Source: an optimization exercise on an open RTL-to-GDS flow (aim: small area, a short achievable clock period and few clock cycles per item). Production flows keep margins and buffers that such runs may drop.
RTL that was checked went through simulation tests only; none was proved equivalent to the original.
Function not checked in runs 1 to 4: the RTL went through the layout flow alone.

<file path="flow/design.v">
module sha256_blk (
    input  wire         clk,
    input  wire         rst,           
    input  wire         in_valid,
    output reg          in_ready,
    input  wire         in_first,      
    input  wire [511:0] in_block,      
    output reg          out_valid,     
    output wire [255:0] digest         
);
    function [31:0] rotr;
        input [31:0] x;
        input integer n;
        begin
            rotr = (x >> n) | (x << (32 - n));
        end
    endfunction
    localparam [255:0] IV = {32'h6a09e667, 32'hbb67ae85, 32'h3c6ef372, 32'ha54ff53a,
                             32'h510e527f, 32'h9b05688c, 32'h1f83d9ab, 32'h5be0cd19};
    reg  [31:0] a, b, c, d, e, f, g, h;
    reg  [31:0] HA0, HA1, HA2, HA3;    
    reg  [31:0] HE0, HE1, HE2, HE3;    
    reg  [31:0] W [0:15];              
    reg  [31:0] hkw;                   
    reg  [31:0] kreg;                  
    reg  [6:0]  cnt;
    reg         pre;        
    reg         rnd;        
    reg         run;        
    reg         fin;        
    reg         ldiv;       
    reg         curfirst;   
    reg         finfirst;   
    reg  [1:0]  ph;         
    assign digest = {HA3, HA2, HA1, HA0, HE3, HE2, HE1, HE0};
    reg [31:0] k_c;
    always @(*) begin
        case (cnt)
            7'd0: k_c = 32'h428a2f98;
            7'd1: k_c = 32'h71374491;
            7'd2: k_c = 32'hb5c0fbcf;
            7'd3: k_c = 32'he9b5dba5;
            7'd4: k_c = 32'h3956c25b;
            7'd5: k_c = 32'h59f111f1;
            7'd6: k_c = 32'h923f82a4;
            7'd7: k_c = 32'hab1c5ed5;
            7'd8: k_c = 32'hd807aa98;
            7'd9: k_c = 32'h12835b01;
            7'd10: k_c = 32'h243185be;
            7'd11: k_c = 32'h550c7dc3;
            7'd12: k_c = 32'h72be5d74;
            7'd13: k_c = 32'h80deb1fe;
            7'd14: k_c = 32'h9bdc06a7;
            7'd15: k_c = 32'hc19bf174;
            7'd16: k_c = 32'he49b69c1;
            7'd17: k_c = 32'hefbe4786;
            7'd18: k_c = 32'h0fc19dc6;
            7'd19: k_c = 32'h240ca1cc;
            7'd20: k_c = 32'h2de92c6f;
            7'd21: k_c = 32'h4a7484aa;
            7'd22: k_c = 32'h5cb0a9dc;
            7'd23: k_c = 32'h76f988da;
            7'd24: k_c = 32'h983e5152;
            7'd25: k_c = 32'ha831c66d;
            7'd26: k_c = 32'hb00327c8;
            7'd27: k_c = 32'hbf597fc7;
            7'd28: k_c = 32'hc6e00bf3;
            7'd29: k_c = 32'hd5a79147;
            7'd30: k_c = 32'h06ca6351;
            7'd31: k_c = 32'h14292967;
            7'd32: k_c = 32'h27b70a85;
            7'd33: k_c = 32'h2e1b2138;
            7'd34: k_c = 32'h4d2c6dfc;
            7'd35: k_c = 32'h53380d13;
            7'd36: k_c = 32'h650a7354;
            7'd37: k_c = 32'h766a0abb;
            7'd38: k_c = 32'h81c2c92e;
            7'd39: k_c = 32'h92722c85;
            7'd40: k_c = 32'ha2bfe8a1;
            7'd41: k_c = 32'ha81a664b;
            7'd42: k_c = 32'hc24b8b70;
            7'd43: k_c = 32'hc76c51a3;
            7'd44: k_c = 32'hd192e819;
            7'd45: k_c = 32'hd6990624;
            7'd46: k_c = 32'hf40e3585;
            7'd47: k_c = 32'h106aa070;
            7'd48: k_c = 32'h19a4c116;
            7'd49: k_c = 32'h1e376c08;
            7'd50: k_c = 32'h2748774c;
            7'd51: k_c = 32'h34b0bcb5;
            7'd52: k_c = 32'h391c0cb3;
            7'd53: k_c = 32'h4ed8aa4a;
            7'd54: k_c = 32'h5b9cca4f;
            7'd55: k_c = 32'h682e6ff3;
            7'd56: k_c = 32'h748f82ee;
            7'd57: k_c = 32'h78a5636f;
            7'd58: k_c = 32'h84c87814;
            7'd59: k_c = 32'h8cc70208;
            7'd60: k_c = 32'h90befffa;
            7'd61: k_c = 32'ha4506ceb;
            7'd62: k_c = 32'hbef9a3f7;
            7'd63: k_c = 32'hc67178f2;
            default: k_c = 32'h0;
        endcase
    end
    reg [31:0] w_in;
    integer j;
    always @(*) begin
        w_in = 32'h0;
        for (j = 0; j < 16; j = j + 1)
            if (cnt[3:0] == j) w_in = in_block[511 - 32*j -: 32];
    end
    wire [1:0]  k4 = {~cnt[1], cnt[0]};
    reg  [31:0] iva, ive;
    always @(*) begin
        case (k4)
            2'd0: begin iva = IV[159:128]; ive = IV[31:0];  end
            2'd1: begin iva = IV[191:160]; ive = IV[63:32]; end
            2'd2: begin iva = IV[223:192]; ive = IV[95:64]; end
            default: begin iva = IV[255:224]; ive = IV[127:96]; end
        endcase
    end
    wire        addh = pre & fin;
    wire [31:0] ha_in = addh ? (finfirst ? iva : HA0) : 32'h0;
    wire [31:0] he_in = addh ? (finfirst ? ive : HE0) : 32'h0;
    wire [31:0] fa = ha_in + d;
    wire [31:0] fe = he_in + h;
    wire [31:0] S1  = rotr(e, 6) ^ rotr(e, 11) ^ rotr(e, 25);
    wire [31:0] ch  = (e & f) ^ (~e & g);
    wire [31:0] S0  = rotr(a, 2) ^ rotr(a, 13) ^ rotr(a, 22);
    wire [31:0] maj = (a & b) ^ (a & c) ^ (b & c);
    wire [31:0] an  = hkw + S1 + ch + S0 + maj;
    wire [31:0] en  = d + hkw + S1 + ch;
    wire [31:0] s0  = rotr(W[1], 7) ^ rotr(W[1], 18) ^ (W[1] >> 3);
    wire [31:0] s1  = rotr(W[14], 17) ^ rotr(W[14], 19) ^ (W[14] >> 10);
    wire [31:0] wn  = s1 + W[9] + s0 + W[0];
    integer k;
    always @(posedge clk) begin
        if (rnd) begin
            a <= an;
            e <= en;
        end else if (pre & ldiv) begin
            a <= iva;
            e <= ive;
        end else begin
            a <= fa;
            e <= fe;
        end
        b <= a; c <= b; d <= c;
        f <= e; g <= f; h <= g;
        HA3 <= addh ? fa : HA0;
        HA2 <= HA3; HA1 <= HA2; HA0 <= HA1;
        HE3 <= addh ? fe : HE0;
        HE2 <= HE3; HE1 <= HE2; HE0 <= HE1;
        for (k = 0; k < 15; k = k + 1)
            W[k] <= W[k + 1];
        W[15] <= (cnt[6:4] == 3'd0) ? w_in : wn;
        kreg <= k_c;
        hkw  <= g + kreg + W[15];
        cnt <= cnt + 7'd1;
        if (rst) begin
            pre       <= 1'b0;
            rnd       <= 1'b0;
            run       <= 1'b0;
            fin       <= 1'b0;
            ldiv      <= 1'b0;
            ph        <= 2'd0;
            in_ready  <= 1'b0;
            out_valid <= 1'b0;
        end else begin
            out_valid <= addh & (cnt == 7'd1);
            in_ready  <= rnd & (cnt == 7'd14);
            if (pre) begin
                if (cnt == 7'd1) begin
                    pre <= 1'b0;
                    fin <= 1'b0;
                    rnd <= run;
                    ph  <= 2'd0;
                end
            end else if (rnd) begin
                if (cnt == 7'd65) begin
                    rnd      <= 1'b0;
                    pre      <= 1'b1;
                    fin      <= 1'b1;
                    finfirst <= curfirst;
                    run      <= in_valid;
                    ldiv     <= in_valid & in_first;
                    curfirst <= in_first;
                    cnt      <= 7'd126;
                end
            end else begin
                ph <= ph + 2'd1;
                if (in_valid && (in_first || ph == 2'd3)) begin
                    pre      <= 1'b1;
                    run      <= 1'b1;
                    ldiv     <= in_first;
                    curfirst <= in_first;
                    cnt      <= 7'd126;
                end
            end
        end
    end
endmodule
</file>
<file path="flow/run.sh">
#!/bin/bash
# synth_recipe.tcl (not shown) runs the flow's synth.tcl, then flattens the netlist and writes it again
# the make line also repeats each setting of config.mk as NAME=value (left out here)
make -C /OpenROAD-flow-scripts/flow DESIGN_CONFIG=/design/flow/config.mk WORK_HOME=/design/flow/orfs CLKGATE_MAP_FILE= SYNTH_SCRIPT=/design/flow/synth_recipe.tcl finish
</file>
<file path="flow/config.mk">
export PLATFORM = sky130hd
export DESIGN_NAME = sha256_blk
export DESIGN_NICKNAME = sha256_blk
export VERILOG_FILES = /design/flow/design.v
export SDC_FILE = /design/flow/constraint.sdc
export NUM_CORES = 4
export LEC_CHECK = 0
export CAP_MARGIN = 20
export CORE_MARGIN = 2
export CORE_UTILIZATION = 65
export SLEW_MARGIN = 20
</file>
<file path="flow/constraint.sdc">
create_clock -name core_clock -period 12.0 [get_ports {clk}]
set_input_delay 2.4000 -clock core_clock [delete_from_list [all_inputs] [get_ports {clk}]]
set_output_delay 2.4000 -clock core_clock [all_outputs]
set_load 0.01 [all_outputs]
</file>
==> run summary, run 1 <==
* Asr flop ratio synth at 0%
* Die width at 281 um
* Average size of a mapped cell at 10.1 um2
* Initial Util at between 60% and 70%
* Error message: [ERROR GRT-0232] Routing congestion too high. Check the congestion heatmap in the GUI.
* CTS Buffer Depth at 3
* HPWL after DPL at about 190000 um
* Mapped cell area at between 0.04 and 0.05 mm2
* Mapped Nets at 5921
* GRT Total Usage at between 70% and 80%
* Status: stopped before the end
* Overflow after GRT at 5
* Cell row count at approximately 100
* Die Span Y at about 280 um
* Ys Warns at 2
* Register area share after synthesis at 44.4%
* EDFF count, synth at 2
* I/O pins at roughly 770
* Leading post-synthesis cells by cell area: dfxtp_1 44%, fa_1 10%, xnor2_1 5.3%
* Netlist cell types at slightly above 90
* IO buf count at around 770
* Largest net degree at the start of global routing at a little under 100
* Gpl congestion at 1.18
* Setup Fix Bufs, Post-CTS at 0
* Synth cell count leaders: 1104 x dfxtp_1, 393 x inv_1, 356 x a21oi_1
* Most common cell in the netlist: dfxtp_1
* Post-synthesis register bit count at around 1100
* Post-cts hold buffer count at 0
* Mapped Cells at 4947
* Cell taking the most area after synthesis: dfxtp_1
* CTS-repair resized insts at 0
* Root buf cell: clkbuf_16
* Synth Flop Type: dfxtp_1
* Fail Step: global routing (5_1_grt)
* Max H-tree Level at 3
* Inserted Clock Buffers at ~100
* Clock Sinks at about 1100
* Placed instance count at 6599
* Top-area cell type share of the netlist area at between 40% and 50%
-- stage by stage --
step	utilization [%]	setup WS, ps	instance area, um2
after CTS	82.3	5390	62500
after detailed placement	77.3	6040	58700
after floorplan	-	7180	49900
after global placement	77.3	6190	58700
-- worst max path at each step --
stage	cells past startpoint	end	slack (ps)
4_1_cts	17	e[27]	5390
2_1_floorplan	21	a[31]	7180
3_3_place_gp	10	W[15][10]	6190
3_5_place_dp	17	e[27]	6040
-- cell families after synthesis --
group,after synthesis,synth area share (%)
AND/OR/NAND/NOR,942,8.64
buffers and inverters,613,4.64
adder cells (fa/ha/maj),489,15.9
AO/OA/AOI/OAI,1291,17.2
XOR/XNOR,419,7.35
multiplexers,87,1.91
flip-flops,1106,44.4
-- metal layers --
layer / global-route usage (%) / GRT overflow
met1: 77.4 / 0
met2: 90.9 / 1
met3: 61.9 / 0
met4: 72.0 / 4
met5: 42.7 / 0
==> run 2, diff against run 1 <==
--- a/flow/config.mk
+++ b/flow/config.mk
@@ -8,4 +8,6 @@
 export CAP_MARGIN = 20
 export CORE_MARGIN = 2
 export CORE_UTILIZATION = 65
+export CTS_BUF_LIST = sky130_fd_sc_hd__clkbuf_4
+export SETUP_SLACK_MARGIN = 5
 export SLEW_MARGIN = 20
==> run summary, run 2 <==
* Status: stopped before the end
* Fail Step: global routing (5_1_grt)
* Error message: [ERROR GRT-0232] Routing congestion too high. Check the congestion heatmap in the GUI.
* Synth Flop Type: dfxtp_1
* Mapped Nets at 5921 (unchanged)
* HPWL after DPL at 185000 um (unchanged)
* Pre-CTS setup slack at 6040 ps (unchanged)
* Asr flop ratio synth at 0% (unchanged)
* Root buf cell: clkbuf_4
* Post-cts hold buffer count at 0 (unchanged)
* Max H-tree Level at 5 (+2)
* Worst EP post-GRT repair: a[31]$_DFF_P_/D
* I/O pins at 774 (unchanged)
* Most common cell in the netlist: dfxtp_1
* EDFF count, synth at 2 (unchanged)
* CTS Buffer Depth at 4 (+1)
* Cell taking the most area after synthesis: dfxtp_1
* Die Span Y at 281 um (unchanged)
* Cell row count at 101 (unchanged)
* Top-area cell type share of the netlist area at 44.3% (unchanged)
* Average size of a mapped cell at 10.1 um2 (unchanged)
* DP Area at 0.0587 mm2 (unchanged)
* Synth cell count leaders: 1104 x dfxtp_1, 393 x inv_1, 356 x a21oi_1
* Inserted Clock Buffers at 285 (+170%)
* Netlist cell types at 91 (unchanged)
* Mapped cell area at 0.0499 mm2 (unchanged)
* Ys Warns at 2 (unchanged)
* Post-synthesis register bit count at 1106 (unchanged)
* Overflow after GRT at roughly 150
* WEP type: register input
* Gpl congestion at 1.18 (unchanged)
* Mapped Cells at 4947 (unchanged)
* Initial Util at 65.8% (unchanged)
* GRT Total Usage at around 77%
* Largest net degree at the start of global routing at 97
* Die width at 281 um (unchanged)
* Placed instance count at 6599 (unchanged)
* Setup Fix Bufs, Post-CTS at 0 (unchanged)
* Leading post-synthesis cells by cell area: dfxtp_1 44%, fa_1 10%, xnor2_1 5.3%
* CTS-repair resized insts at 0 (unchanged)
* Clock Sinks at 1106 (unchanged)
* IO buf count at 773 (unchanged)
* Register area share after synthesis at 44.4% (unchanged)
==> run 2: cell counts after synthesis <==
No cell type changed its count.
==> run 2: worst max-delay path by stage <==
stage / depth (start not counted) / slack (ps) / startpoint / to
2_1_floorplan: 21 / 7180 / e[12] / a[31]
3_3_place_gp: 10 / 6190 / in_block[490] / W[15][10]
3_5_place_dp: 17 / 6040 / cnt[1] / e[27]
4_1_cts: 16 / 5560 / cnt[1] / e[28]
==> run 2: kinds of logic after synthesis <==
group / after synthesis / share of synthesized area [%]
mux: 87 / 1.91
flops: 1106 / 44.4
fa+ha+maj: 489 / 15.9
buf+inv: 613 / 4.64
simple gates: 942 / 8.64
xor+xnor: 419 / 7.35
compound gates: 1291 / 17.2
==> run 2: layer usage <==
layer	track usage, %	GRT overflow
met2	92.1	73
met3	63.4	13
met4	72.5	50
met1	79.0	15
met5	38.4	2
==> run 3, diff against run 2 <==
--- a/flow/config.mk
+++ b/flow/config.mk
@@ -7,7 +7,7 @@
 export LEC_CHECK = 0
 export CAP_MARGIN = 20
 export CORE_MARGIN = 2
-export CORE_UTILIZATION = 65
+export CORE_UTILIZATION = 50
 export CTS_BUF_LIST = sky130_fd_sc_hd__clkbuf_4
 export SETUP_SLACK_MARGIN = 5
 export SLEW_MARGIN = 20
==> run summary, run 3 <==
* GRT Total Usage at 46.9%
* Final core utilization at between 60% and 70%
* EDFF count, synth at 2 (unchanged)
* Worst hold slack at 237 ps
* Tmin final at about 6500 ps
* Worst setup path class: reg2reg
* Adder-cell share of the synthesized area at 15.9% (unchanged)
* Inserted Clock Buffers at 293 (+2.8%)
* Commonest non-fill, non-tap cells in the layout: 1099 x dfxtp_1, 773 x clkdlybuf4s50_1, 414 x clkbuf_4
* Mapped Cells at 4947 (unchanged)
* Top-area cell type share of the netlist area at 44.3% (unchanged)
* CTS Buffer Depth at 4 (unchanged)
* Overflow after GRT at 0
* Clock Sinks at 1106 (unchanged)
* Slew margin rel. at between 10% and 20%
* Die ar. at approximately 0.10 mm2
* Worst Hold Class: reg2reg
* First-pass GRT wire length at around 340000 um
* Post-route ant nets at 0
* Die Span Y at 320 um (+14%)
* Most common cell in the netlist: dfxtp_1
* CP Data Required Time at 13050 ps
* Fin Setup TNS at 0 ps
* Simple-Gate Fraction of Synth Area at 8.64% (unchanged)
* Fraction of layout cells with a size suffix above 1 at about a tenth
* Hold Fails Final Rpt at 0
* Most common cell after layout, fill and taps aside: dfxtp_1
* Vias in the first global route at around 45000
* Final Max Tran Viols at 0
* Initial DRC Count at between 6000 and 7000
* Flip-flop count of the largest register after layout at 512
* Die width at 320 um (+14%)
* Initial Util at 50.6% (-15 points)
* Crit path DAT at about 7600 ps
* Max Fclk at about 150 MHz
* Vias at 44800
* Vias/cell at 6.08
* Synth Flop Type: dfxtp_1
* Gpl congestion at 1.10 (-6.6%)
* Mapped Nets at 5921 (unchanged)
* R2R setup slack at between 5000 and 6000 ps
* Pre-CTS setup slack at 5810 ps (-235 ps)
* Most flop-heavy register: W
* Netlist cell types at 91 (unchanged)
* Compound-cell area share of the yosys netlist at 17.2% (unchanged)
* Root buf cell: clkbuf_4
* Cell taking the most area after synthesis: dfxtp_1
* HPWL after DPL at 195000 um (+5.5%)
* IO buf count at 773 (unchanged)
* First-pass iteration count of the detailed router at 7
* Average size of a mapped cell at 10.1 um2 (unchanged)
* Post-synthesis xor/xnor area fraction at 7.35% (unchanged)
* Max H-tree Level at 5 (unchanged)
* Largest net degree at the start of global routing at 70
* Worst Setup End Kind: register
* Setup Fix Bufs, Post-CTS at 0 (unchanged)
* Max-cap violations at 0
* Worst-Margin Slew at roughly 1300 ps
* Crit share post-route at between 50% and 60%
* Clock skew at roughly 140 ps
* Core area at a little under 0.1 mm2
* Final WL at approximately 240000 um
* CTS tree: yes
* Ys Warns at 2 (unchanged)
* Area growth syn-to-layout at 25.3%
* Synth cell count leaders: 1104 x dfxtp_1, 393 x inv_1, 356 x a21oi_1
* Asr flop ratio synth at 0% (unchanged)
* Mapped cell area at 0.0499 mm2 (unchanged)
* Worst-path fanout max at 34
* Clk Latency, worst-skew pair at ~1200 ps
* Post-cts hold buffer count at 0 (unchanged)
* Cell row count at 115 (+14%)
* Largest family of logic cells by synthesized area: compound AO/OA/AOI/OAI gates
* I/O pins at 774 (unchanged)
* DRC violations left at 0
* Final net count at roughly 6800
* Final WS setup at 5460 ps
* CTS-repair resized insts at 0 (unchanged)
* Status: timing/DRC/antenna clean
* Clock-pin slew on the worst setup and hold paths at 70 ps
* Register area share after synthesis at 44.4% (unchanged)
* RSZ-0062 raised after global routing: no
* CP startpoint kind: register
* Post-synthesis register bit count at 1106 (unchanged)
* Post-DR wirelength/cell at roughly 33 um
* Mux share of post-synthesis cell area at 1.91% (unchanged)
* Antenna violations before repair at 39
* Final setup violation count at 0
* Leading post-synthesis cells by cell area: dfxtp_1 44%, fa_1 10%, xnor2_1 5.3%
run 3: critical path: stages (launching register included):
cell and delay, ps:
dfxtp_1 850, inv_1 550, ha_2 340, buf_4 330, inv_1 160, buf_4 490, nor2_1 130, o31ai_2 880
a221o_1 280, o21ai_0 110, o21ai_0 400, a31oi_1 360, a2111oi_1 1060, a21oi_1 140, a21oi_1 310
run 3: cell families after synthesis:
group	count (synthesis)
AOI/OAI and AO/OA	1291
DFF	1106
and+or+nand+nor	942
buffers and inverters	613
adders and majority gates	489
xor gates and xnor gates	419
muxes	87
run 3: through the flow:
stage	cells	area, um2
after floorplan	4947	49900
after global placement	6852	59000
after detailed placement	6854	59000
after CTS	7349	62500
after global routing	7364	62600
final	7367	62600
run 3: path summary, 6_finish.rpt:
check | start | end | cells past startpoint
setup / recovery | cnt[0] | W[15][6] | 14
hold / removal | W[7][15] | W[6][15] | 0
setup reg to reg | cnt[0] | W[15][6] | 14
hold reg to reg | W[7][15] | W[6][15] | 0
run 3: metal layers:
metal,part of all wire (%),track usage (%),vias to the layer above
li1,-,-,19100
met1,40,62.2,21900
met2,40,65.0,3205
met3,14,19.5,525
met4,5.4,23.5,10
met5,0.086,1.09,-
run 3: layout make-up:
type	instances	area, um2
fill	8044	36100
sequential	1106	22200
inverter	396	1490
clock inverter	82	395
timing repair buffer	838	8220
tap	1287	1610
antenna	17	42.5
clock buffer	413	3100
multi-input combinational	3228	25500
==> run 4, diff against run 3 <==
--- a/flow/config.mk
+++ b/flow/config.mk
@@ -8,6 +8,4 @@
 export CAP_MARGIN = 20
 export CORE_MARGIN = 2
 export CORE_UTILIZATION = 50
-export CTS_BUF_LIST = sky130_fd_sc_hd__clkbuf_4
-export SETUP_SLACK_MARGIN = 5
 export SLEW_MARGIN = 20
==> run summary, run 4 <==
* Largest family of logic cells by synthesized area: compound AO/OA/AOI/OAI gates
* Clock Sinks at 1106 (unchanged)
* Max H-tree Level at 3 (-2)
* Vias/cell at 6.24 (+2.6%)
* CTS tree: yes
* Worst Setup End Kind: register
* Die ar. at 0.102 mm2 (unchanged)
* Clock-pin slew on the worst setup and hold paths at 70 ps (about the same)
* Commonest non-fill, non-tap cells in the layout: 1099 x dfxtp_1, 773 x clkdlybuf4s50_1, 393 x inv_1
* Final WL at 245000 um (about the same)
* Core area at 0.0987 mm2 (unchanged)
* EDFF count, synth at 2 (unchanged)
* HPWL after DPL at 195000 um (unchanged)
* Post-synthesis xor/xnor area fraction at 7.35% (unchanged)
* Compound-cell area share of the yosys netlist at 17.2% (unchanged)
* Synth Flop Type: dfxtp_1
* Root buf cell: clkbuf_16
* DRC violations left at 0 (unchanged)
* Max-cap violations at 0 (unchanged)
* Most common cell after layout, fill and taps aside: dfxtp_1
* Worst setup path class: reg2reg
* Worst r2r src: cnt[0]
* Most common cell in the netlist: dfxtp_1
* First-pass GRT wire length at 334000 um (-0.43%)
* Hold Fails Final Rpt at 0 (unchanged)
* Synth cell count leaders: 1104 x dfxtp_1, 393 x inv_1, 356 x a21oi_1
* Area growth syn-to-layout at 25.9%
* Flip-flop count of the largest register after layout at 512 (unchanged)
* Initial Util at 50.6% (unchanged)
* Leading post-synthesis cells by cell area: dfxtp_1 44%, fa_1 10%, xnor2_1 5.3%
* Reg2Reg Depth at 14 (unchanged)
* Antenna violations before repair at 35 (-10%)
* Simple-Gate Fraction of Synth Area at 8.64% (unchanged)
* Asr flop ratio synth at 0% (unchanged)
* Final Max Tran Viols at 0 (unchanged)
* Clk Latency, worst-skew pair at 750 ps (-440 ps)
* Crit path DAT at 7170 ps (-420 ps)
* Mapped Nets at 5921 (unchanged)
* Post-synthesis register bit count at 1106 (unchanged)
* Average size of a mapped cell at 10.1 um2 (unchanged)
* Worst-Margin Slew at 1210 ps (-70.3 ps)
* R2R setup slack at 5460 ps (about the same)
* Area of the multi-input gates at 0.0255 mm2 (about the same)
* Register area at 0.0222 mm2 (unchanged)
* Cell row count at 115 (unchanged)
* Post-cts hold buffer count at 0 (unchanged)
* CTS-repair resized insts at 0 (unchanged)
* Slew margin rel. at 18.4% (+4.6 points)
* Register area share after synthesis at 44.4% (unchanged)
* Fraction of layout cells with a size suffix above 1 at 6.62% (-3.9 points)
* Die width at 320 um (unchanged)
* Tmin final at 6540 ps (-0.350 ps)
* IO buf count at 773 (unchanged)
* Filler cells at 7838 (-2.6%)
* Worst Hold Class: reg2reg
* Worst-path fanout max at 34 (unchanged)
* Ys Warns at 2 (unchanged)
* Cell taking the most area after synthesis: dfxtp_1
* Inserted Clock Buffers at 106 (-64%)
* CTS Buffer Depth at 3 (-1)
* Most flop-heavy register: W
* Vias in the first global route at 43100 (-3.5%)
* Worst hold slack at 291 ps (+53.7 ps)
* Largest net degree at the start of global routing at 70 (unchanged)
* Fin Setup TNS at 0 ps (unchanged)
* I/O pins at 774 (unchanged)
* Post-DR wirelength/cell at 34.6 um (+4.2%)
* Overflow after GRT at 0 (unchanged)
* Critical hold path startpoint: W[11][14]
* Vias at 44100 (-1.5%)
* Max Fclk at 153 MHz (about the same)
* Status: timing/DRC/antenna clean
* Die Span Y at 320 um (unchanged)
* CP Data Required Time at 12630 ps (-420 ps)
* Setup Fix Bufs, Post-CTS at 0 (unchanged)
* FF-to-FF End: W[15][6]
* CP startpoint kind: register
* First-pass iteration count of the detailed router at 8 (+1)
* Adder-cell share of the synthesized area at 15.9% (unchanged)
* Worst Hold Path EP: W[10][14]
* RSZ-0062 raised after global routing: no
* Final setup violation count at 0 (unchanged)
* Netlist cell types at 91 (unchanged)
* Top-area cell type share of the netlist area at 44.3% (unchanged)
* Initial DRC Count at 6304 (-2.1%)
* Post-route ant nets at 0 (unchanged)
* Clock skew at 84.0 ps (-57.9 ps)
* Mapped Cells at 4947 (unchanged)
* Mapped cell area at 0.0499 mm2 (unchanged)
* GRT Total Usage at 46.7% (-0.17 points)
* Mux share of post-synthesis cell area at 1.91% (unchanged)
* Final net count at 6650 (-2.7%)
* WHS Path Cells at 0 (unchanged)
* Crit share post-route at 54.5% (about the same)
* Gpl congestion at 1.10 (unchanged)
## run 4: changes by cell type in the layout (fill, tap and decap cells not counted), moves of 12 or more
cell / previous run / this run
clkbuf_1: 0 / 14
clkbuf_16: 0 / 108
clkbuf_4: 414 / 1
clkbuf_8: 0 / 12
clkinv_1: 57 / 1
## run 4: worst max path at each step
stage	end	start	slack [ps]
6_report	W[15][6]	cnt[0]	5460
5_1_grt	a[14]	cnt[0]	5430
4_1_cts	a[14]	cnt[0]	5900
3_5_place_dp	W[15][6]	in_block[454]	5810
3_3_place_gp	W[15][6]	in_block[454]	5140
2_1_floorplan	a[31]	e[12]	7180
## run 4: routing by layer
layer / vias up / global-route usage, % / wire (um)
li1: 18600 / - / -
met1: 21700 / 62.9 / 98200
met2: 3219 / 65.2 / 98900
met3: 528 / 18.1 / 34000
met4: 10 / 22.7 / 13500
met5: - / 0 / 64
## run 4: through the flow
step	instances	instance area [um2]	utilization, %	setup slack (ps)
floorplan	4947	49900	-	7180
global placement	6852	59000	59.8	5140
detailed placement	6854	59000	59.8	5810
CTS	7054	62800	63.6	5900
global route	7067	62800	63.7	5430
finish	7075	62900	63.7	5460
## run 4: final cells by class
type	instances	area share, %
sequential	1106	35.3
timing repair buffer	838	13.1
tap	1287	2.56
antenna	20	0.0796
inverter	396	2.36
clock inverter	66	1.37
clock buffer	134	4.65
multi-input combinational	3228	40.6
## run 4: cell families after synthesis
kind of cell | count (synthesis)
AO/OA/AOI/OAI | 1291
XOR/XNOR | 419
adder cells (fa/ha/maj) | 489
buffers and inverters | 613
flip-flops | 1106
multiplexers | 87
AND/OR/NAND/NOR | 942
## run 4: worst max-delay path, stage by stage, from the launching register on
cell and delay (ps):
dfxtp_1 840, inv_1 540, ha_2 330, buf_4 330
inv_1 160, buf_4 470, nor2_1 130, o31ai_2 940
a221o_1 290, o21ai_0 110, o21ai_0 400, a31oi_1 370
a2111oi_1 950, a21oi_1 130, a21oi_1 350
==> run 5, diff against run 4 <==
--- a/flow/design.v
+++ b/flow/design.v
@@ -129,8 +129,16 @@
     wire [31:0] ch  = (e & f) ^ (~e & g);
     wire [31:0] S0  = rotr(a, 2) ^ rotr(a, 13) ^ rotr(a, 22);
     wire [31:0] maj = (a & b) ^ (a & c) ^ (b & c);
-    wire [31:0] an  = hkw + S1 + ch + S0 + maj;
-    wire [31:0] en  = d + hkw + S1 + ch;
+    wire [31:0] p_s = hkw ^ S1 ^ ch;
+    wire [31:0] p_c = {(hkw[30:0] & S1[30:0]) | (hkw[30:0] & ch[30:0]) | (S1[30:0] & ch[30:0]), 1'b0};
+    wire [31:0] q_s = p_s ^ p_c ^ S0;
+    wire [31:0] q_c = {(p_s[30:0] & p_c[30:0]) | (p_s[30:0] & S0[30:0]) | (p_c[30:0] & S0[30:0]), 1'b0};
+    wire [31:0] r_s = q_s ^ q_c ^ maj;
+    wire [31:0] r_c = {(q_s[30:0] & q_c[30:0]) | (q_s[30:0] & maj[30:0]) | (q_c[30:0] & maj[30:0]), 1'b0};
+    wire [31:0] u_s = p_s ^ p_c ^ d;
+    wire [31:0] u_c = {(p_s[30:0] & p_c[30:0]) | (p_s[30:0] & d[30:0]) | (p_c[30:0] & d[30:0]), 1'b0};
+    wire [31:0] an  = r_s + r_c;
+    wire [31:0] en  = u_s + u_c;
     wire [31:0] s0  = rotr(W[1], 7) ^ rotr(W[1], 18) ^ (W[1] >> 3);
     wire [31:0] s1  = rotr(W[14], 17) ^ rotr(W[14], 19) ^ (W[14] >> 10);
     wire [31:0] wn  = s1 + W[9] + s0 + W[0];
==> flow/flow/run.sh (new file) <==
#!/bin/bash
# Standard ORFS flow (the standard.sh, unchanged synthesis), with:
#  - the port buffers made from the smallest buffer cell (buf_1) instead of
#    the default choice; every input and output still gets its own buffer;
set -euo pipefail
export BUFFER_PORTS_ARGS="-buffer_cell sky130_fd_sc_hd__buf_1"
export SETUP_SLACK_MARGIN=${MARGIN:-6.5}
bash standard.sh > standard.log 2>&1
==> flow/standard.sh (new file) <==
#!/bin/bash
# synth_recipe.tcl (not shown) runs the flow's synth.tcl, then flattens the netlist and writes it again
# the make line also repeats each setting of config.mk as NAME=value (left out here)
make -C /OpenROAD-flow-scripts/flow DESIGN_CONFIG=/design/flow/config.mk WORK_HOME=/design/flow/orfs CLKGATE_MAP_FILE= SYNTH_SCRIPT=/design/flow/synth_recipe.tcl "${@:-finish}"
removed: flow/run.sh
==> run summary, run 5 <==
* Status: timing/DRC/antenna clean
* Most common cell in the netlist: dfxtp_1
* Max H-tree Level at 3 (unchanged)
* Slew margin rel. at 13.8% (-4.7 points)
* Commonest non-fill, non-tap cells in the layout: 1089 x dfxtp_1, 773 x buf_1, 363 x inv_1
* First-pass GRT wire length at 294000 um (-12%)
* Initial DRC Count at 6009 (-4.7%)
* CP Data Required Time at 12570 ps (-60 ps)
* Largest net degree at the start of global routing at 69 (-1.4%)
* First-pass iteration count of the detailed router at 6 (-2)
* Cell taking the most area after synthesis: dfxtp_1
* Register area at 0.0222 mm2 (about the same)
* Crit-path leading delay family: compound AO/OA/AOI/OAI gates
* DP Area at 0.0532 mm2 (-9.9%)
* RSZ-0062 raised after global routing: yes
* Area growth syn-to-layout at 17.2%
* Worst setup path class: reg2reg
* Core area at 0.0967 mm2 (-2.0%)
* Clk Latency, worst-skew pair at 740 ps (about the same)
* Crit. Startpoint: e[1]
* Final net count at 6509 (-2.1%)
* Initial Util at 50.5% (-0.086 points)
* Hold Fails Final Rpt at 0 (unchanged)
* Mapped Cells at 4820 (-2.6%)
* Register area share after synthesis at 45.4% (+0.99 points)
* Fin Setup TNS at 0 ps (unchanged)
* CP startpoint kind: register
* Top-area cell type share of the netlist area at 45.3% (+0.99 points)
* HPWL after DPL at 176000 um (-10%)
* Post-cts hold buffer count at 0 (unchanged)
* Cell row count at 114 (-0.87%)
* Final WS setup at 6610 ps (+1150 ps)
* Critical-path cell list: mux2_2 -> fa_2 -> inv_1 -> fa_1 -> inv_1 -> ha_1 -> fa_1 -> a211o_1 -> a2111o_1 -> a2111o_1 -> a31o_2 -> a21oi_4 -> o31a_2 -> nor2_2 -> a211oi_2 -> xnor2_1 -> a22o_1
* Area of the multi-input gates at 0.0248 mm2 (-2.8%)
* Mapped Nets at 5759 (-2.7%)
* CTS Buffer Depth at 3 (unchanged)
* Pre-CTS setup slack at 5890 ps (+82.9 ps)
* Worst setup path endpoint: e[29]
* Worst hold slack at 248 ps (-43.0 ps)
* Post-DR wirelength/cell at 31.2 um (-9.7%)
* Asr flop ratio synth at 0% (unchanged)
* Die Span Y at 317 um (-1.1%)
* Flip-flop count of the largest register after layout at 512 (unchanged)
* Final Max Tran Viols at 0 (unchanged)
* IO buf count at 773 (unchanged)
* Die ar. at 0.100 mm2 (-2.2%)
* Post-synthesis register bit count at 1106 (unchanged)
* CP max stage delay at 600 ps (-350 ps)
* Worst-Margin Slew at 1260 ps (+46.6 ps)
* Worst-path fanout max at 5 (-85%)
* Root buf cell: clkbuf_16
* Final WL at 217000 um (-11%)
* Mapped cell area at 0.0488 mm2 (-2.2%)
* Crit path DAT at 5960 ps (-1210 ps)
* Fraction of layout cells with a size suffix above 1 at 7.58% (+0.96 points)
* Vias in the first global route at 39200 (-9.0%)
* Post-route ant nets at 0 (unchanged)
* Gpl congestion at 1.09 (-1.4%)
* Reg2Reg Depth at 17 (+3)
* Synth Flop Type: dfxtp_1
* Vias at 42300 (-4.1%)
* Worst Path Buf+Inv at 2 (-2)
* Synth cell count leaders: 1104 x dfxtp_1, 363 x inv_1, 342 x a21oi_1
* Overflow after GRT at 0 (unchanged)
* Final setup violation count at 0 (unchanged)
* Average size of a mapped cell at 10.1 um2 (+0.38%)
* Clock skew at 89.7 ps (+5.71 ps)
* Design Area, Final at 0.0572 mm2 (-9.0%)
* Ys Warns at 2 (unchanged)
* Leading post-synthesis cells by cell area: dfxtp_1 45%, fa_1 9.0%, xnor2_1 5.5%
* Worst Setup End Kind: register
* Die width at 317 um (-1.1%)
* R2R setup slack at 6610 ps (+1150 ps)
* Max-cap violations at 0 (unchanged)
* Tmin final at 5390 ps (-1150 ps)
* Crit share post-route at 44.9% (-9.6 points)
* Antenna violations before repair at 48 (+37%)
* GRT Total Usage at 41.9% (-4.8 points)
* DRC violations left at 0 (unchanged)
* Max Fclk at 185 MHz (+21%)
* Clock-pin slew on the worst setup and hold paths at 70 ps (about the same)
* Clock Sinks at 1106 (unchanged)
* Worst Hold Class: reg2reg
* Inserted Clock Buffers at 104 (-1.9%)
* Most flop-heavy register: W
* FF-to-FF End: e[29]
* CTS tree: yes
* CP Depth at 17 (+3)
* CP max stage cell: fa_2
* Netlist cell types at 85 (-6.6%)
* Most common cell after layout, fill and taps aside: dfxtp_1
* I/O pins at 774 (unchanged)
* EDFF count, synth at 2 (unchanged)
* Vias/cell at 6.08 (-2.5%)
* Filler cells at 8330 (+6.3%)
* Worst r2r src: e[1]
run 5: cell types whose count changed after synthesis, sizes merged, moves of 8 or more:
cell / change
fa: -31
nand4: -9
nand2b: -23
nor2b: +21
buf: -16
nor2: -40
and4: +8
mux2: +10
o22ai: -15
o21ai: +14
a31oi: +12
inv: -31
a211oi: -11
a21oi: -14
run 5: layout make-up:
class,instances,share of cell area (%)
multi-input combinational,3143,43.4
sequential,1106,38.8
timing repair buffer,848,6.08
clock buffer,137,5.04
tap,1276,2.79
inverter,367,2.41
clock inverter,60,1.44
antenna,24,0.105
run 5: worst register-to-register path, delay by kind of cell, from the launching register on:
family,cells,cell delay [ps]
xor gates and xnor gates,1,140
DFF,1,380
and+or+nand+nor,1,50
AOI/OAI and AO/OA,8,2410
muxes,1,350
buffers and inverters,2,130
adders and majority gates,4,1800
run 5: worst min-delay path by stage:
stage,from,to,slack [ps],depth (start not counted)
after floorplan,W[11][0],W[10][0],310,0
after global placement,W[6][2],W[5][2],310,0
after detailed placement,W[11][15],W[10][15],310,0
after CTS,W[11][20],W[10][20],250,0
after global routing,W[3][1],W[2][1],260,0
final,W[3][1],W[2][1],250,0
run 5: layer usage:
layer / global-route usage (%) / wire length (um)
met5: 1.56 / 345
met3: 15.5 / 31100
met1: 59.3 / 89400
met4: 17.6 / 10200
met2: 57.0 / 86200
run 5: repair_timing:
action | in CTS | in global routing
pin swaps | 0 | 6
setup endpoints to repair | 40 | 47
resized for setup | 9 | 39
setup buffers | 2 | 3
run 5: kinds of logic (layout without fill, tap and decap cells):
family                   after synthesis  after routing  share of synthesized area, %
adder cells (fa/ha/maj)              454            454                          14.8
flip-flops                          1106           1106                          45.4
AO/OA/AOI/OAI                       1272           1272                          17.2
other                                  0             24                             0
multiplexers                          94             94                          2.22
AND/OR/NAND/NOR                      898            898                          8.38
buffers and inverters                571           1412                          4.39
XOR/XNOR                             425            425                          7.62
run 5: through the flow:
step                      instances  utilization [%]
after global placement         6734             55.0
after detailed placement       6735             55.0
after CTS                      6934             58.9
after floorplan                4820                -
final                          6961             59.2
after global routing           6955             59.2
Testbench counts of run 5, summed over its fixed seeds: cycles 39,488, blocks 580.
==> run 6, diff against run 5 <==
--- a/flow/flow/run.sh
+++ b/flow/flow/run.sh
@@ -4,5 +4,5 @@
 #    the default choice; every input and output still gets its own buffer;
 set -euo pipefail
 export BUFFER_PORTS_ARGS="-buffer_cell sky130_fd_sc_hd__buf_1"
-export SETUP_SLACK_MARGIN=${MARGIN:-6.5}
+export SETUP_SLACK_MARGIN=${MARGIN:-7.5}
 bash standard.sh > standard.log 2>&1
==> run summary, run 6 <==
* Initial Util at 50.5% (unchanged)
* Most flop-heavy register: W
* Leading post-synthesis cells by cell area: dfxtp_1 45%, fa_1 9.0%, xnor2_1 5.5%
* Die ar. at 0.100 mm2 (unchanged)
* Largest net degree at the start of global routing at 79 (+14%)
* DP Area at 0.0533 mm2 (+0.14%)
* Commonest non-fill, non-tap cells in the layout: 1043 x dfxtp_1, 773 x buf_1, 354 x inv_1
* Most common cell after layout, fill and taps aside: dfxtp_1
* Crit-path leading delay family: adder cells
* Inserted Clock Buffers at 105 (+0.96%)
* Clock-pin slew on the worst setup and hold paths at 60 ps (about the same)
* Clock Sinks at 1106 (unchanged)
* Antenna violations before repair at 47 (-2.1%)
* First-pass iteration count of the detailed router at 8 (+2)
* GRT Total Usage at 42.4% (+0.45 points)
* Mapped Nets at 5759 (unchanged)
* Max-cap violations at 0 (unchanged)
* Largest family of logic cells by synthesized area: compound AO/OA/AOI/OAI gates
* Gpl congestion at 1.04 (-4.2%)
* Max Fclk at 200 MHz (+7.9%)
* Worst setup path class: reg2reg
* CP max stage cell: fa_1
* Simple-Gate Fraction of Synth Area at 8.38% (unchanged)
* Top-area cell type share of the netlist area at 45.3% (unchanged)
* Average size of a mapped cell at 10.1 um2 (unchanged)
* Register area share after synthesis at 45.4% (unchanged)
* Cell mode on critical path: fa_1
* R2R setup slack at 7000 ps (+390 ps)
* Netlist cell types at 85 (unchanged)
* Crit path DAT at 5530 ps (-430 ps)
* Design Area, Final at 0.0592 mm2 (+3.5%)
* Initial DRC Count at 7015 (+17%)
* EDFF count, synth at 2 (unchanged)
* Die width at 317 um (unchanged)
* Post-synthesis register bit count at 1106 (unchanged)
* Post-synthesis xor/xnor area fraction at 7.62% (unchanged)
* Vias at 42900 (+1.3%)
* DRC violations left at 0 (unchanged)
* CP startpoint kind: register
* First-pass GRT wire length at 297000 um (+1.1%)
* Status: timing/DRC/antenna clean
* IO buf count at 773 (unchanged)
* Clock skew at 95.8 ps (+6.10 ps)
* CTS Buffer Depth at 3 (unchanged)
* Final setup violation count at 0 (unchanged)
* Critical-path cell list: xnor2_4 -> xnor2_2 -> fa_1 -> inv_2 -> fa_1 -> fa_1 -> inv_1 -> ha_2 -> inv_2 -> fa_2 -> nor2b_2 -> o21a_1 -> o21ai_2 -> a211o_1 -> and2_4 -> a31oi_4 -> buf_6 -> buf_4 -> a21oi_4 -> o21bai_1 -> xnor2_1 -> o221ai_1
* Slew margin rel. at 11.7% (-2.0 points)
* Asr flop ratio synth at 0% (unchanged)
* Worst Hold Class: reg2reg
* Synth Flop Type: dfxtp_1
* Tmin final at 5000 ps (-395 ps)
* Post-cts hold buffer count at 0 (unchanged)
* Root buf cell: clkbuf_16
* Worst Setup End Kind: register
* RSZ-0062 raised after global routing: yes
* Clk Latency, worst-skew pair at 750 ps (about the same)
* Crit share post-route at 41.6% (-3.3 points)
* Die Span Y at 317 um (unchanged)
* HPWL after DPL at 174000 um (-0.88%)
* Cell row count at 114 (unchanged)
* Post-route ant nets at 0 (unchanged)
* Final Max Tran Viols at 0 (unchanged)
* Overflow after GRT at 0 (unchanged)
* I/O pins at 774 (unchanged)
* Fraction of layout cells with a size suffix above 1 at 12.0% (+4.5 points)
* Adder-cell share of the synthesized area at 14.8% (unchanged)
* Final net count at 6600 (+1.4%)
* Compound-cell area share of the yosys netlist at 17.2% (unchanged)
* Worst-Margin Slew at 1320 ps (+63.3 ps)
* CP max stage delay at 520 ps (-80 ps)
* Worst Path Buf+Inv at 5 (+3)
* Flip-flop count of the largest register after layout at 512 (unchanged)
* Post-DR wirelength/cell at 31.1 um (-0.23%)
* Synth cell count leaders: 1104 x dfxtp_1, 363 x inv_1, 342 x a21oi_1
* CP Data Required Time at 12540 ps (-30 ps)
* Vias in the first global route at 39300 (+0.15%)
* Worst-path fanout max at 3 (-2)
* Hold Fails Final Rpt at 0 (unchanged)
* Ys Warns at 2 (unchanged)
* Vias/cell at 6.07 (about the same)
* Mapped Cells at 4820 (unchanged)
* Max H-tree Level at 3 (unchanged)
* Mapped cell area at 0.0488 mm2 (unchanged)
* Fin Setup TNS at 0 ps (unchanged)
* Cell taking the most area after synthesis: dfxtp_1
* Core area at 0.0967 mm2 (unchanged)
* CTS tree: yes
* Final WL at 220000 um (+1.1%)
* Most common cell in the netlist: dfxtp_1
* Area growth syn-to-layout at 21.3%
* Mux share of post-synthesis cell area at 2.22% (unchanged)
[run 6: cell counts after synthesis]
Identical to the previous run, type by type.
[run 6: worst register-to-register path, stage by stage (launching register included)]
cell      delay [ps]
dfxtp_4          390
xnor2_4          230
xnor2_2          100
fa_1             520
inv_2             60
fa_1             500
fa_1             410
inv_1             70
ha_2             190
inv_2             40
fa_2             360
nor2b_2          120
o21a_1           150
o21ai_2           90
a211o_1          340
and2_4           200
a31oi_4          290
buf_6            170
buf_4            110
a21oi_4           50
o21bai_1         190
xnor2_1          150
o221ai_1         120
[run 6: layout make-up]
cell class	instances	area, um2
Antenna cell	26	65.1
Clock buffer	141	2960
Clock inverter	59	828
Fill cell	8133	37500
Inverter	367	1390
Multi-Input combinational cell	3143	25800
Sequential cell	1106	22300
Tap cell	1276	1600
Timing Repair Buffer	938	4260
[run 6: path summary, 6_finish.rpt]
path | cells after the start | end | start
hold / removal | 0 | W[12][23] | W[13][23]
hold reg to reg | 0 | W[12][23] | W[13][23]
setup reg to reg | 22 | a[21] | e[26]
setup / recovery | 22 | a[21] | e[26]
[run 6: logic make-up (layout without fill, tap and decap cells)]
kind of cell               after synthesis  count (layout)
AOI/OAI and AO/OA                     1272            1272
xor gates and xnor gates               425             425
adders and majority gates              454             454
buffers and inverters                  571            1505
DFF                                   1106            1106
muxes                                   94              94
other                                    0              26
and+or+nand+nor                        898             898
[run 6: metal layers]
layer	global-route usage, %	part of all wire, %
met3	15.8	15
met1	61.0	41
met2	57.7	40
met5	0	0.14
met4	14.8	4.0
[run 6: per-stage QoR]
stage / std cells / hold WS [ps] / util [%] / setup WS, ps
2_1_floorplan: 4820 / 310 / - / 7450
3_3_place_gp: 6738 / 310 / 55.1 / 6030
3_5_place_dp: 6738 / 312 / 55.1 / 5890
4_1_cts: 6985 / 245 / 60.2 / 7100
5_1_grt: 7045 / 252 / 61.2 / 6830
6_report: 7056 / 243 / 61.2 / 7000
[run 6: timing repair]
item,CTS,global route
setup buffers,47,44
pin swaps,62,69
resized for setup,187,135
endpoints found under the setup margin,131,77
==> run 7, diff against run 6 <==
--- a/flow/flow/run.sh
+++ b/flow/flow/run.sh
@@ -4,5 +4,5 @@
 #    the default choice; every input and output still gets its own buffer;
 set -euo pipefail
 export BUFFER_PORTS_ARGS="-buffer_cell sky130_fd_sc_hd__buf_1"
-export SETUP_SLACK_MARGIN=${MARGIN:-7.5}
+export SETUP_SLACK_MARGIN=${MARGIN:-9}
 bash standard.sh > standard.log 2>&1
--- a/flow/config.mk
+++ b/flow/config.mk
@@ -8,4 +8,6 @@
 export CAP_MARGIN = 20
 export CORE_MARGIN = 2
 export CORE_UTILIZATION = 50
+export CTS_CLUSTER_DIAMETER = 100
+export CTS_CLUSTER_SIZE = 30
 export SLEW_MARGIN = 20
==> run summary, run 7 <==
* Worst-path fanout max at 5 (+2)
* First-pass iteration count of the detailed router at 8 (unchanged)
* Netlist cell types at 85 (unchanged)
* Post-synthesis register bit count at 1106 (unchanged)
* Post-cts hold buffer count at 0 (unchanged)
* Mapped cell area at 0.0488 mm2 (unchanged)
* Post-DR wirelength/cell at 31.7 um (+1.9%)
* Worst r2r src: e[12]
* Root buf cell: clkbuf_16
* WHS Path Cells at 0 (unchanged)
* Overflow after GRT at 0 (unchanged)
* Ys Warns at 2 (unchanged)
* Final Max Tran Viols at 0 (unchanged)
* Worst-Margin Slew at 1170 ps (-155 ps)
* Crit-path leading delay family: compound AO/OA/AOI/OAI gates
* Leading post-synthesis cells by cell area: dfxtp_1 45%, fa_1 9.0%, xnor2_1 5.5%
* Crit share post-route at 41.6% (about the same)
* IO buf count at 773 (unchanged)
* Final setup violation count at 0 (unchanged)
* Inserted Clock Buffers at 44 (-58%)
* HPWL after DPL at 172000 um (-1.5%)
* Cell taking the most area after synthesis: dfxtp_1
* Final net count at 6728 (+1.9%)
* Critical hold path startpoint: W[13][19]
* Max H-tree Level at 2 (-1)
* CP max stage cell: fa_2
* Most common cell in the netlist: dfxtp_1
* Worst setup path class: reg2reg
* Die Span Y at 317 um (unchanged)
* CP Data Required Time at 12520 ps (-20 ps)
* CP startpoint kind: register
* Hold Fails Final Rpt at 0 (unchanged)
* Final WL at 225000 um (+2.6%)
* Die ar. at 0.100 mm2 (unchanged)
* Fraction of layout cells with a size suffix above 1 at 28.9% (+17 points)
* Clk Latency, worst-skew pair at 710 ps (-40 ps)
* Flip-flop count of the largest register after layout at 512 (unchanged)
* Crit. Startpoint: e[12]
* Commonest non-fill, non-tap cells in the layout: 753 x dfxtp_1, 499 x buf_1, 338 x inv_1
* Filler cells at 7548 (-7.2%)
* Post-route ant nets at 0 (unchanged)
* Area growth syn-to-layout at 31.1%
* Synth Flop Type: dfxtp_1
* Clock skew at 78.4 ps (-17.3 ps)
* Slew margin rel. at 21.4% (+9.7 points)
* Synth cell count leaders: 1104 x dfxtp_1, 363 x inv_1, 342 x a21oi_1
* Worst Hold Class: reg2reg
* Fin Setup TNS at 0 ps (unchanged)
* Worst Path Buf+Inv at 3 (-2)
* Clock-pin slew on the worst setup and hold paths at 120 ps (+60 ps)
* Most common cell after layout, fill and taps aside: dfxtp_1
* Metal3 WL at 32400 um (+0.26%)
* Antenna violations before repair at 33 (-30%)
* Largest net degree at the start of global routing at 83 (+5.1%)
* DP Area at 0.0540 mm2 (+1.3%)
* Top-area cell type share of the netlist area at 45.3% (unchanged)
* Final core utilization at 66.2% (+5.0 points)
* Worst Setup End Kind: register
* Crit path DAT at 5510 ps (-20 ps)
* Asr flop ratio synth at 0% (unchanged)
* Max-cap violations at 0 (unchanged)
* Cell row count at 114 (unchanged)
* Top routing layer used: met5
* I/O pins at 774 (unchanged)
* Worst Hold Path EP: W[12][19]
* FF-to-FF End: e[23]
* First-pass GRT wire length at 302000 um (+1.8%)
* Register area share after synthesis at 45.4% (unchanged)
* Core area at 0.0967 mm2 (unchanged)
* DRC violations left at 0 (unchanged)
* Initial Util at 50.5% (unchanged)
* Critical-path cell list: xnor2_4 -> xnor2_2 -> fa_2 -> inv_2 -> buf_4 -> fa_1 -> inv_2 -> ha_4 -> fa_2 -> a211o_1 -> a2111o_1 -> a2111o_1 -> a31o_4 -> a21bo_4 -> a21o_1 -> a21oi_2 -> xnor2_1 -> a21oi_2 -> o21ai_1
* Mapped Nets at 5759 (unchanged)
* GRT Total Usage at 43.0% (+0.61 points)
* Design Area, Final at 0.0640 mm2 (+8.1%)
* DRT met1 WL at 90800 um (+0.45%)
* Vias at 43400 (+1.3%)
* EDFF count, synth at 2 (unchanged)
* Tmin final at 4990 ps (-4.64 ps)
* RSZ-0062 raised after global routing: yes
* Average size of a mapped cell at 10.1 um2 (unchanged)
* CP max stage delay at 570 ps (+50 ps)
* Die width at 317 um (unchanged)
* R2R setup slack at 7010 ps (about the same)
* CTS tree: yes
* Initial DRC Count at 6067 (-14%)
* Status: timing/DRC/antenna clean
* Most flop-heavy register: W
* Reg2Reg Depth at 19 (-14%)
* CTS Buffer Depth at 3 (unchanged)
* Met2 WL at 90000 um (+2.5%)
* Clock Sinks at 1106 (unchanged)
* Max Fclk at 200 MHz (about the same)
* Vias/cell at 6.12 (+0.70%)
* Mapped Cells at 4820 (unchanged)
* Vias in the first global route at 40300 (+2.5%)
* Gpl congestion at 1.08 (+3.5%)
==> run 7: changes by cell type in the layout (fill, tap and decap cells not counted), sizes merged, moves of 4 or more <==
cell,delta
buf,+182
clkbuf,-88
clkinv,-30
bufinv,-11
clkinvlp,-8
diode,-7
bufbuf,+4
==> run 7: per-layer routing <==
metal | vias to the layer above | global-route usage [%]
met5 | - | 4.92
met2 | 2879 | 58.5
met1 | 21400 | 59.6
met3 | 484 | 17.2
li1 | 18600 | -
met4 | 18 | 18.1
==> run 7: what timing repair did <==
action / CTS / global route
pin swaps: 257 / 204
buffers inserted: 200 / 90
gates resized for setup: 1357 / 272
gates cloned: 6 / 0
endpoints found under the setup margin: 459 / 424
==> run 7: logic make-up (layout without fill, tap and decap cells) <==
logic type / count (synthesis) / in the layout / share of synthesized area (%)
DFF: 1106 / 1106 / 45.4
AOI/OAI and AO/OA: 1272 / 1272 / 17.2
xor gates and xnor gates: 425 / 425 / 7.62
adders and majority gates: 454 / 454 / 14.8
buffers and inverters: 571 / 1552 / 4.39
other: 0 / 19 / 0
muxes: 94 / 94 / 2.22
and+or+nand+nor: 898 / 900 / 8.38
==> run 7: how the worst max path moves through the flow <==
stage	slack (ps)	endpoint	cells after the start
floorplan	7450	a[29]	19
global placement	6650	W[15][23]	10
detailed placement	6740	W[15][7]	11
CTS	7120	a[29]	19
global route	6930	a[29]	20
finish	7010	e[23]	19
==> run 7: area by class of cell <==
class	count	area [um2]	area share, %
Clock inverter	8	155	0.242
Sequential cell	1106	22800	35.6
Multi-Input combinational cell	3145	28700	44.8
Antenna cell	19	47.5	0.0743
Tap cell	1276	1600	2.49
Inverter	367	1410	2.21
Timing Repair Buffer	1125	8200	12.8
Clock buffer	52	1170	1.83
==> run 7: worst register-to-register path: cells and delay by family, from the launching register on <==
kind,cells,cell delay (ps)
buf+inv,3,230
fa+ha+maj,4,1560
flops,1,400
compound gates,9,2180
xor+xnor,3,410
==> run 7: through the flow <==
| step | hold slack, ps | instances | setup slack [ps] |
|---|---|---|---|
| 3_3_place_gp | 310 | 6721 | 6650 |
| 6_report | 286 | 7098 | 7010 |
| 4_1_cts | 275 | 6989 | 7120 |
| 5_1_grt | 290 | 7091 | 6930 |
| 2_1_floorplan | 310 | 4820 | 7450 |
| 3_5_place_dp | 312 | 6723 | 6740 |
==> run 8, diff against run 7 <==
--- a/flow/design.v
+++ b/flow/design.v
@@ -103,12 +103,13 @@
             default: k_c = 32'h0;
         endcase
     end
-    reg [31:0] w_in;
+    reg  [15:0] wsel;
+    reg  [31:0] w_in;
     integer j;
     always @(*) begin
         w_in = 32'h0;
         for (j = 0; j < 16; j = j + 1)
-            if (cnt[3:0] == j) w_in = in_block[511 - 32*j -: 32];
+            w_in = w_in | (in_block[511 - 32*j -: 32] & {32{wsel[j]}});
     end
     wire [1:0]  k4 = {~cnt[1], cnt[0]};
     reg  [31:0] iva, ive;
@@ -163,6 +164,7 @@
         for (k = 0; k < 15; k = k + 1)
             W[k] <= W[k + 1];
         W[15] <= (cnt[6:4] == 3'd0) ? w_in : wn;
+        wsel  <= (cnt == 7'd127) ? 16'h0001 : {wsel[14:0], 1'b0};
         kreg <= k_c;
         hkw  <= g + kreg + W[15];
         cnt <= cnt + 7'd1;
--- a/flow/flow/run.sh
+++ b/flow/flow/run.sh
@@ -4,5 +4,5 @@
 #    the default choice; every input and output still gets its own buffer;
 set -euo pipefail
 export BUFFER_PORTS_ARGS="-buffer_cell sky130_fd_sc_hd__buf_1"
-export SETUP_SLACK_MARGIN=${MARGIN:-9}
+export SETUP_SLACK_MARGIN=${MARGIN:-8}
 bash standard.sh > standard.log 2>&1
--- a/flow/config.mk
+++ b/flow/config.mk
@@ -7,7 +7,7 @@
 export LEC_CHECK = 0
 export CAP_MARGIN = 20
 export CORE_MARGIN = 2
-export CORE_UTILIZATION = 50
-export CTS_CLUSTER_DIAMETER = 100
-export CTS_CLUSTER_SIZE = 30
+export CORE_UTILIZATION = 55
+export CTS_CLUSTER_DIAMETER = 80
+export CTS_CLUSTER_SIZE = 24
 export SLEW_MARGIN = 20
==> run summary, run 8 <==
* Vias in the first global route at 40500 (+0.52%)
* Cell mode on critical path: fa_1
* Gr busiest metal: met2
* Antenna violations before repair at 51 (+55%)
* Vias at 43100 (-0.79%)
* Leading post-synthesis cells by cell area: dfxtp_1 46%, fa_1 9.1%, ha_1 5.3%
* EDFF count, synth at 2 (unchanged)
* Placed instance count at 6410 (-4.7%)
* RSZ-0062 raised after global routing: yes
* Mapped Cells at 4621 (-4.1%)
* Most common cell after layout, fill and taps aside: dfxtp_1
* CTS Buffer Depth at 3 (unchanged)
* CTS tree: yes
* Synth cell count leaders: 1120 x dfxtp_1, 359 x inv_1, 300 x a21oi_1
* DRC violations left at 0 (unchanged)
* Clock Sinks at 1122 (+1.4%)
* Initial DRC Count at 6044 (-0.38%)
* Critical hold path startpoint: W[12][15]
* Slew margin rel. at 21.6% (+0.21 points)
* Met2 Track Usage GR at 67.3% (+8.8 points)
* GR Util met3 at 20.3% (+3.0 points)
* Clock skew at 74.4 ps (-4.04 ps)
* Tmin final at 4930 ps (-59.4 ps)
* Max Fclk at 203 MHz (+1.2%)
* Worst setup path class: reg2reg
* Max-cap violations at 0 (unchanged)
* Most flop-heavy register: W
* Status: timing/DRC/antenna clean
* Critical-path cell list: mux2_4 -> fa_1 -> inv_2 -> fa_1 -> inv_2 -> fa_1 -> ha_4 -> o21ai_1 -> nand2b_1 -> nand4_1 -> nand2_2 -> a31oi_4 -> a31o_4 -> or3_4 -> a21oi_4 -> xor2_1 -> mux2_2
* M1 GR Usage at 61.8% (+2.1 points)
* Worst Setup End Kind: register
* Clk Latency, worst-skew pair at 710 ps (about the same)
* Crit-path leading delay family: adder cells
* Worst Hold Path EP: W[11][15]
* Max H-tree Level at 2 (unchanged)
* Final Max Tran Viols at 0 (unchanged)
* Final WL at 227000 um (+0.58%)
* Netlist cell types at 93 (+9.4%)
* Fin Setup TNS at 0 ps (unchanged)
* Clock-pin slew on the worst setup and hold paths at 100 ps (-20 ps)
* Post-cts hold buffer count at 0 (unchanged)
* CP max stage cell: fa_1
* Post-DR wirelength/cell at 33.9 um (+6.9%)
* Initial Util at 55.6% (+5.1 points)
* Worst Path Buf+Inv at 2 (-1)
* Worst-path fanout max at 4 (-1)
* Core area at 0.0870 mm2 (-10%)
* Top-area cell type share of the netlist area at 46.4% (+1.1 points)
* HPWL after DPL at 171000 um (about the same)
* Inserted Clock Buffers at 57 (+30%)
* First-pass GRT wire length at 302000 um (-0.13%)
* Final setup violation count at 0 (unchanged)
* Ys Warns at 2 (unchanged)
* Largest net degree at the start of global routing at 92 (+11%)
* Average size of a mapped cell at 10.5 um2 (+3.3%)
* Most common cell in the netlist: dfxtp_1
* First-pass iteration count of the detailed router at 7 (-1)
* R2R setup slack at 7070 ps (+60 ps)
* CP startpoint kind: register
* Reg2Reg Depth at 17 (-2)
* Asr flop ratio synth at 0% (unchanged)
* Synth Flop Type: dfxtp_1
* Overflow after GRT at 0 (unchanged)
* Crit path DAT at 5520 ps (about the same)
* Final net count at 6414 (-4.7%)
* Worst-Margin Slew at 1170 ps (+2.47 ps)
* Worst hold slack at 285 ps (-0.539 ps)
* Post-synthesis register bit count at 1122 (+1.4%)
* WHS Path Cells at 0 (unchanged)
* Worst r2r src: e[6]
* Die ar. at 0.0903 mm2 (-9.8%)
* CP Data Required Time at 12590 ps (+70 ps)
* Die Span Y at 301 um (-5.0%)
* FF-to-FF End: a[28]
* Gpl congestion at 1.11 (+3.1%)
* Area growth syn-to-layout at 20.1%
* Vias/cell at 6.45 (+5.4%)
* Post-route ant nets at 0 (unchanged)
* IO buf count at 773 (unchanged)
* I/O pins at 774 (unchanged)
* Post-route insts no fill at 6681 (-5.9%)
* Die width at 301 um (-5.0%)
* Cell row count at 108 (-5.3%)
* Root buf cell: clkbuf_16
* Crit share post-route at 41.1% (-0.49 points)
* Commonest non-fill, non-tap cells in the layout: 1032 x dfxtp_1, 773 x buf_1, 330 x inv_1
* Register area share after synthesis at 46.5% (+1.1 points)
* Mapped Nets at 5560 (-3.5%)
* Flip-flop count of the largest register after layout at 512 (unchanged)
* Mapped cell area at 0.0484 mm2 (-0.96%)
* Hold Fails Final Rpt at 0 (unchanged)
* Fraction of layout cells with a size suffix above 1 at 14.3% (-15 points)
* Worst Hold Class: reg2reg
* Filler cells at 6404 (-15%)
* CP max stage delay at 620 ps (+50 ps)
* GRT Total Usage at 47.5% (+4.5 points)
* Cell taking the most area after synthesis: dfxtp_1
## run 8: logic make-up (layout without fill, tap and decap cells)
| logic type | after synthesis | after routing | synth area share, % |
|---|---|---|---|
| AOI/OAI and AO/OA | 1179 | 1179 | 16.6 |
| xor gates and xnor gates | 413 | 413 | 7.48 |
| adders and majority gates | 454 | 454 | 15.0 |
| buffers and inverters | 548 | 1417 | 4.28 |
| DFF | 1122 | 1122 | 46.5 |
| muxes | 91 | 91 | 2.15 |
| other | 0 | 36 | 0 |
| and+or+nand+nor | 814 | 814 | 8.06 |
## run 8: repair_timing
action | in CTS | in global routing
gates cloned | 1 | 2
pin swaps | 151 | 145
endpoints found under the setup margin | 154 | 102
resized for setup | 316 | 217
buffers inserted | 97 | 60
## run 8: how the worst max path moves through the flow
stage / startpoint / depth (start not counted) / endpoint
after floorplan: e[1] / 19 / a[31]
after global placement: cnt[0] / 16 / e[23]
after detailed placement: cnt[0] / 16 / e[23]
after CTS: e[1] / 20 / a[31]
after global routing: e[12] / 18 / a[28]
final: e[6] / 17 / a[28]
## run 8: stage by stage
stage | setup WS, ps | area (um2) | utilization, %
2_1_floorplan | 7620 | 48600 | -
3_3_place_gp | 6080 | 52600 | 60.4
3_5_place_dp | 6370 | 52600 | 60.5
4_1_cts | 7160 | 56400 | 64.8
5_1_grt | 7010 | 58100 | 66.7
6_report | 7070 | 58100 | 66.8
## run 8: area by class of cell
type	count	area, um2	share of cell area [%]
multi-input combinational	2951	26100	45.0
sequential	1122	22700	39.1
timing repair buffer	982	4710	8.10
clock buffer	62	1470	2.52
tap	1155	1450	2.49
inverter	361	1380	2.37
clock inverter	12	201	0.347
antenna	36	90.1	0.155
## run 8: layer usage
layer  vias to the layer above  part of all wire, %
li1                      17700                    -
met1                     21000                   37
met2                      3505                   41
met3                       822                   15
met4                        20                  6.9
met5                         -                 0.11
Testbench counts of run 8, summed over its fixed seeds: cycles 39,488, blocks 580.

[re-timing with driven ports]
Ports are ideal in the flow. The routed layouts listed here were re-timed in OpenROAD.
Step 1: set_driving_cell puts a clkbuf_16 on clk and a buf_2 on each other input, an assumption about the parent block.
Step 2 moves the port delays by t, midway between the first and last clock arrival at a register: inputs arrive t later, outputs are due t later. That takes back most of the time a late clock gives input paths.
a / b / c = no drivers / after step 1 / after step 2; a / b = the first two.
| run | shift t [ns] | slack for setup (ns) | worst setup path after step 2 | worst register clock-pin slew, ns |
|---|---|---|---|---|
| run 3 | 1.208 | 5.459 / 5.459 / 5.310 | input to register | 0.10 / 0.10 |
| run 4 | 0.790 | 5.459 / 5.459 / 5.326 | input to register | 0.08 / 0.08 |
| run 5 | 0.773 | 6.609 / 6.609 / 6.515 | input to register | 0.07 / 0.07 |
| run 6 | 0.777 | 7.003 / 7.003 / 6.762 | input to register | 0.07 / 0.07 |
| run 7 | 0.753 | 7.008 / 7.008 / 6.989 | input to register | 0.12 / 0.12 |
| run 8 | 0.742 | 7.067 / 7.067 / 7.067 | register to register | 0.11 / 0.11 |
After both steps setup and hold are still met in every run listed. For run 6, which loses most, drivers alone change the setup slack by 0.000 ns; drivers and shift together by -0.241 ns.
